This is an optimization exercise on Yosys and OpenROAD, whose aim is small area, a short achievable clock period and few clock cycles per item, not a production implementation.
In this exercise RTL edits were held to simulation tests only and were not proved equivalent to the original.

==> inputs of trial 56 <==
// sv_force_lane
module sv_force_lane (
    input  wire        clk,
    input  wire        rst,           
    input  wire        start,         
    input  wire        first,         
    output reg         ready,
    output reg         done,
    input  wire        vel_valid,
    input  wire [19:0] v_cmd,
    input  wire [19:0] v_act,
    input  wire [19:0] aff,
    input  wire [19:0] inj_f,
    input  wire [19:0] k_m,
    input  wire        obs_en,
    input  wire [3:0]  bq_en,
    input  wire [3:0]  ash,
    input  wire [19:0] flim_pos,
    input  wire [19:0] flim_neg,
    input  wire [19:0] kvp_m,
    input  wire [4:0]  kvp_sh,
    input  wire [19:0] kvi_m,
    input  wire [4:0]  kvi_sh,
    input  wire [19:0] kaw_m,
    input  wire [4:0]  kaw_sh,
    input  wire [19:0] km_m,
    input  wire [4:0]  km_sh,
    input  wire [19:0] kob_m,
    input  wire [4:0]  kob_sh,
    input  wire [19:0] koc_m,
    input  wire [4:0]  koc_sh,
    input  wire [19:0] kaf_m,
    input  wire [4:0]  kaf_sh,
    input  wire [19:0] foff,
    input  wire [79:0] bq_b0,
    input  wire [79:0] bq_b1,
    input  wire [79:0] bq_b2,
    input  wire [79:0] bq_a1,
    input  wire [79:0] bq_a2,
    output reg  [19:0] f_out,
    output reg  [19:0] f_sum,
    output reg  [19:0] u_out,
    output reg  [19:0] y_bq,
    output reg  [19:0] d_hat,
    output reg  [39:0] i_vel,
    output reg  [11:0] flags          
);
    localparam [3:0] P_R1 = 4'd0, P_I1 = 4'd1, P_I2 = 4'd2, P_D1 = 4'd3, P_D2 = 4'd4,
                     P_U1 = 4'd5, P_BQ = 4'd6, P_F1 = 4'd7, P_F2 = 4'd8, P_F3 = 4'd9,
                     P_F4 = 4'd10, P_END = 4'd11;
    localparam [2:0] B_ACC = 3'd0, B_ZERO = 3'd1, B_IVEL = 3'd2, B_FOUT2 = 3'd3,
                     B_DHAT = 3'd4, B_CLAMPI = 3'd5, B_RS = 3'd6;
    localparam [2:0] W_NONE = 3'd0, W_I = 3'd1, W_D = 3'd2, W_CAP = 3'd3,
                     W_CHAIN = 3'd4, W_FS = 3'd5;
    reg        busy, go;
    reg [3:0]  pc;
    reg [1:0]  bk;
    reg [2:0]  bs;
  ...
==> flow/config.mk <==
export PLATFORM = sky130hd
export DESIGN_NAME = sv_force_lane
export DESIGN_NICKNAME = sv_force_lane
export VERILOG_FILES = /design/flow/design.v
export SDC_FILE = /design/flow/constraint.sdc
export NUM_CORES = 4
export LEC_CHECK = 0
export CAP_MARGIN = 20
export CORE_MARGIN = 2
export CORE_UTILIZATION = 40
export PLACE_DENSITY = 0.6
export SLEW_MARGIN = 20
==> flow/constraint.sdc <==
create_clock -name core_clock -period 30.0 [get_ports {clk}]
set_input_delay 6.0000 -clock core_clock [delete_from_list [all_inputs] [get_ports {clk}]]
set_output_delay 6.0000 -clock core_clock [all_outputs]
set_load 0.01 [all_outputs]
run.sh (not shown) runs the stock make flow with config.mk's settings and CLKGATE_MAP_FILE= SYNTH_SCRIPT=/design/flow/synth_recipe.tcl, a recipe that flattens the netlist after the stock synthesis.
==> inputs of trial 36, as changes to trial 56 <==
--- a/flow/design.v
+++ b/flow/design.v
@@ -26,16 +26,55 @@
     wire        [50:0] tx   = {t[49], t} ^ {51{neg}};
     wire        [50:0] sum  = {{3{base[47]}}, base} + tx + {50'd0, neg};
     wire               t_or = tfirst && (t[49:47] != 3'b000) && (t[49:47] != 3'b111);
     wire               s_or = (sum[50:47] != 4'b0000) && (sum[50:47] != 4'b1111);
     assign ovf     = t_or | s_or;
     assign dir     = t_or ? t[49] : sum[50];
     assign sum_out = sum[47:0];
 endmodule
+module svl_mul (
+    input  wire [19:0] a,
+    input  wire [20:0] b,
+    output wire [40:0] p
+);
+    wire [22:0] bx = {b[20], b, 1'b0};           
+    wire [20:0] a1 = {a[19], a};
+    wire [20:0] a2 = {a, 1'b0};
+    reg  [20:0] row [0:10];
+    reg  [40:0] negv;
+    reg  [40:0] sum;
+    integer i;
+    always @* begin
+        negv = 41'd0;
+        sum  = 41'd0;
+        for (i = 0; i < 11; i = i + 1) begin : g
+            row[i] = (bx[2*i+1] ^ bx[2*i]) ? a1 :
+                     (( bx[2*i+2] & ~bx[2*i+1] & ~bx[2*i]) |
+                      (~bx[2*i+2] &  bx[2*i+1] &  bx[2*i])) ? a2 : 21'd0;
+            row[i] = row[i] ^ {21{bx[2*i+2]}};
+            negv[2*i] = bx[2*i+2];
+        end
+    end
+    localparam [40:0] K = -(41'h00000100000 + 41'h00000400000 + 41'h00001000000 + 41'h00004000000 +
+                            41'h00010000000 + 41'h00040000000 + 41'h00100000000 + 41'h00400000000 +
+                            41'h01000000000 + 41'h04000000000 + 41'h10000000000);
+    wire [40:0] r0  = {20'd0, ~row[0][20],  row[0][19:0]};
+    wire [40:0] r1  = {18'd0, ~row[1][20],  row[1][19:0],  2'd0};
+    wire [40:0] r2  = {16'd0, ~row[2][20],  row[2][19:0],  4'd0};
+    wire [40:0] r3  = {14'd0, ~row[3][20],  row[3][19:0],  6'd0};
+    wire [40:0] r4  = {12'd0, ~row[4][20],  row[4][19:0],  8'd0};
+    wire [40:0] r5  = {10'd0, ~row[5][20],  row[5][19:0], 10'd0};
+    wire [40:0] r6  = { 8'd0, ~row[6][20],  row[6][19:0], 12'd0};
+    wire [40:0] r7  = { 6'd0, ~row[7][20],  row[7][19:0], 14'd0};
+    wire [40:0] r8  = { 4'd0, ~row[8][20],  row[8][19:0], 16'd0};
+    wire [40:0] r9  = { 2'd0, ~row[9][20],  row[9][19:0], 18'd0};
+    wire [40:0] r10 = {       ~row[10][20], row[10][19:0], 20'd0};
+    assign p = r0 + r1 + r2 + r3 + r4 + r5 + r6 + r7 + r8 + r9 + r10 + negv + K;
+endmodule
 module sv_force_lane (
     input  wire        clk,
     input  wire        rst,           
     input  wire        start,         
     input  wire        first,         
     output reg         ready,
     output reg         done,
     input  wire        vel_valid,
@@ -247,56 +286,58 @@
             B_IVEL:   a_base_v = {{8{i_vel[39]}}, i_vel};
             B_FOUT2:  a_base_v = {{8{f_out2[19]}}, f_out2, 20'd0};
             B_DHAT:   a_base_v = {{8{d_hat[19]}}, d_hat, 20'd0};
             B_CLAMPI: a_base_v = {{8{i_clmp[39]}}, i_clmp};
             B_RS:     a_base_v = {{8{rs_q[19]}}, rs_q, 20'd0};
             default:  a_base_v = acc;
         endcase
     end
+    wire [40:0] mul_p;
+    svl_mul u_mul (.a(op_a), .b(op_b), .p(mul_p));
     wire [47:0] mac_sum;
     wire        mac_ovf, mac_dir;
     svl_mac u_mac (
         .prod(prod), .s(a_s), .neg(a_neg), .tfirst(a_tf), .base(a_base_v),
         .sum_out(mac_sum), .ovf(mac_ovf), .dir(mac_dir)
     );
     wire a_clr  = (a_base != B_ACC);
     wire signed [21:0] fs       = $signed({{2{rs_q[19]}}, rs_q});
     wire signed [21:0] d_hi     = $signed({2'b00, up_q}) - fs;       
     wire signed [21:0] d_lo     = -$signed({2'b00, lo_q}) - fs;      
     wire               clamp_hi = d_hi[21];
     wire               clamp_lo = !clamp_hi && !d_lo[21] && (d_lo != 22'd0);
     wire        [20:0] w_new    = clamp_hi ? d_hi[20:0] : clamp_lo ? d_lo[20:0] : 21'd0;
     wire        [19:0] f_lim    = clamp_hi ? up_q : clamp_lo ? (20'd0 - lo_q) : rs_q;
     wire [2:0] upd_hi = nxt_bq(w_lo, bq_en);
     always @(posedge clk) begin
+        first_q  <= first;
+        obs_q    <= obs_in;
+        vv_q     <= vel_valid;
+        hold_q   <= !(vel_valid && seen_vv && !first);
+        foffnz_q <= (foff != 20'd0);
+        injnz_q  <= (inj_f != 20'd0);
+        v_cmd_q  <= v_cmd;
+        v_act_q  <= v_act;
+        ash_q    <= ash;
         if (!busy) begin
-            first_q  <= first;
-            obs_q    <= obs_in;
-            vv_q     <= vel_valid;
-            hold_q   <= !(vel_valid && seen_vv && !first);
-            foffnz_q <= (foff != 20'd0);
-            injnz_q  <= (inj_f != 20'd0);
-            v_cmd_q  <= v_cmd;
-            v_act_q  <= v_act;
-            ash_q    <= ash;
             up_q     <= flim_pos;
             lo_q     <= flim_neg;
             capup_q  <= 1'b0;
             caplo_q  <= 1'b0;
         end
         op_a   <= f_a;
         op_b   <= f_b;
         m_sh   <= f_sh;
         m_neg  <= f_neg;
         m_tf   <= f_tf;
         m_base <= f_base;
         m_wb   <= f_wb;
         m_lo   <= f_lo;
-        prod   <= $signed(op_a) * $signed(op_b);
+        prod   <= mul_p;
         a_s    <= 5'd8 - m_sh;
         a_neg  <= m_neg;
         a_tf   <= m_tf;
         a_base <= m_base;
         a_wb   <= m_v ? m_wb : W_NONE;
         a_lo   <= m_lo;
         acc <= mac_sum;
         if (a_clr || !sovf) begin
==> flow/flow/run.sh (new file) <==
#!/bin/bash
# The standard layout flow (standard.sh: standard synthesis, floorplan, placement, CTS,
# routing) with two changes in how the layout is made:
#  - the buffers the flow puts on every input and output port are the smallest plain buffer
#    cell rather than the cell buffer_ports picks by default;
#  - ORFS's repair_timing aims for 22.6 ns of setup slack at the design's 30 ns clock (the
#    constraints are unchanged), so it sizes the logic for a ~7.4 ns cycle.
# make's full output goes to standard_flow.log; each tool's own log is under orfs/logs/.
set -euo pipefail
export BUFFER_PORTS_ARGS="-buffer_cell sky130_fd_sc_hd__buf_1"
export SETUP_SLACK_MARGIN=22.6
bash standard.sh > standard_flow.log 2>&1
==> flow/standard.sh (new file) <==
#!/bin/bash
# synth_recipe.tcl (not shown) runs the flow's synth.tcl, then flattens the netlist and writes it again
# the make line also repeats each setting of config.mk as NAME=value (left out here)
make -C /OpenROAD-flow-scripts/flow DESIGN_CONFIG=/design/flow/config.mk WORK_HOME=/design/flow/orfs CLKGATE_MAP_FILE= SYNTH_SCRIPT=/design/flow/synth_recipe.tcl "${@:-finish}"
- ABC_AREA: default -> 1
- CTS_CLUSTER_DIAMETER: default -> 120
- CTS_CLUSTER_SIZE: default -> 20
removed: flow/run.sh
==> notes <==
- Against trial 56, the die area of trial 36 is lower by about 6%.
- Between trial 56 and trial 36, the lower clock skew is in trial 36 (gap 0.028 ns).
- Sequential cell count is the same in trial 36 and trial 56.
- Between trial 56 and trial 36, the lower critical path depth is in trial 36 (gap 27).
- Of trial 36 and trial 56, trial 36 has the higher first-iteration DRC count (gap 24%, measured against trial 56).
- Between trial 56 and trial 36, the lower synthesized cell count is in trial 56 (gap 15%, measured against trial 36).
- Against trial 56, the global-route usage of trial 36 is higher by 3.6 points.
Testbench counts of trial 56, summed over its fixed seeds: cycles 180,127, items 8,000.
Testbench counts of trial 36, summed over its fixed seeds: cycles 180,127, items 8,000.

[port drivers added, routing unchanged]
Ports are ideal in the flow. The routed layouts listed here were re-timed in OpenROAD. Step 1, drivers: a clkbuf_16 drives clk and a buf_2 each remaining input, both assumed. Step 2 adds t to the input delays and takes it off the output delays; t is the mean of the earliest and latest rising clock arrival at the registers after step 1. Input paths then give back, and output paths get back, about the clock's delay inside the block. a / b / c = ideal / step 1 / step 2; a / b = the first two.
| run | t, ns | slack for setup (ns) | hold slack, ns | worst setup path after step 2 | clock arrival spread, ns |
|---|---|---|---|---|---|
| trial 56 | 0.794 | 21.870 / 21.817 / 21.270 | 0.325 / 0.325 / 0.325 | input to register | 0.086 / 0.087 |
| trial 36 | 0.756 | 22.553 / 22.471 / 21.840 | 0.331 / 0.331 / 0.331 | input to register | 0.059 / 0.059 |
After both steps setup and hold are still met in every run listed. The setup slack of trial 36, which loses most, moves by -0.082 ns with the drivers and by -0.713 ns with both steps.
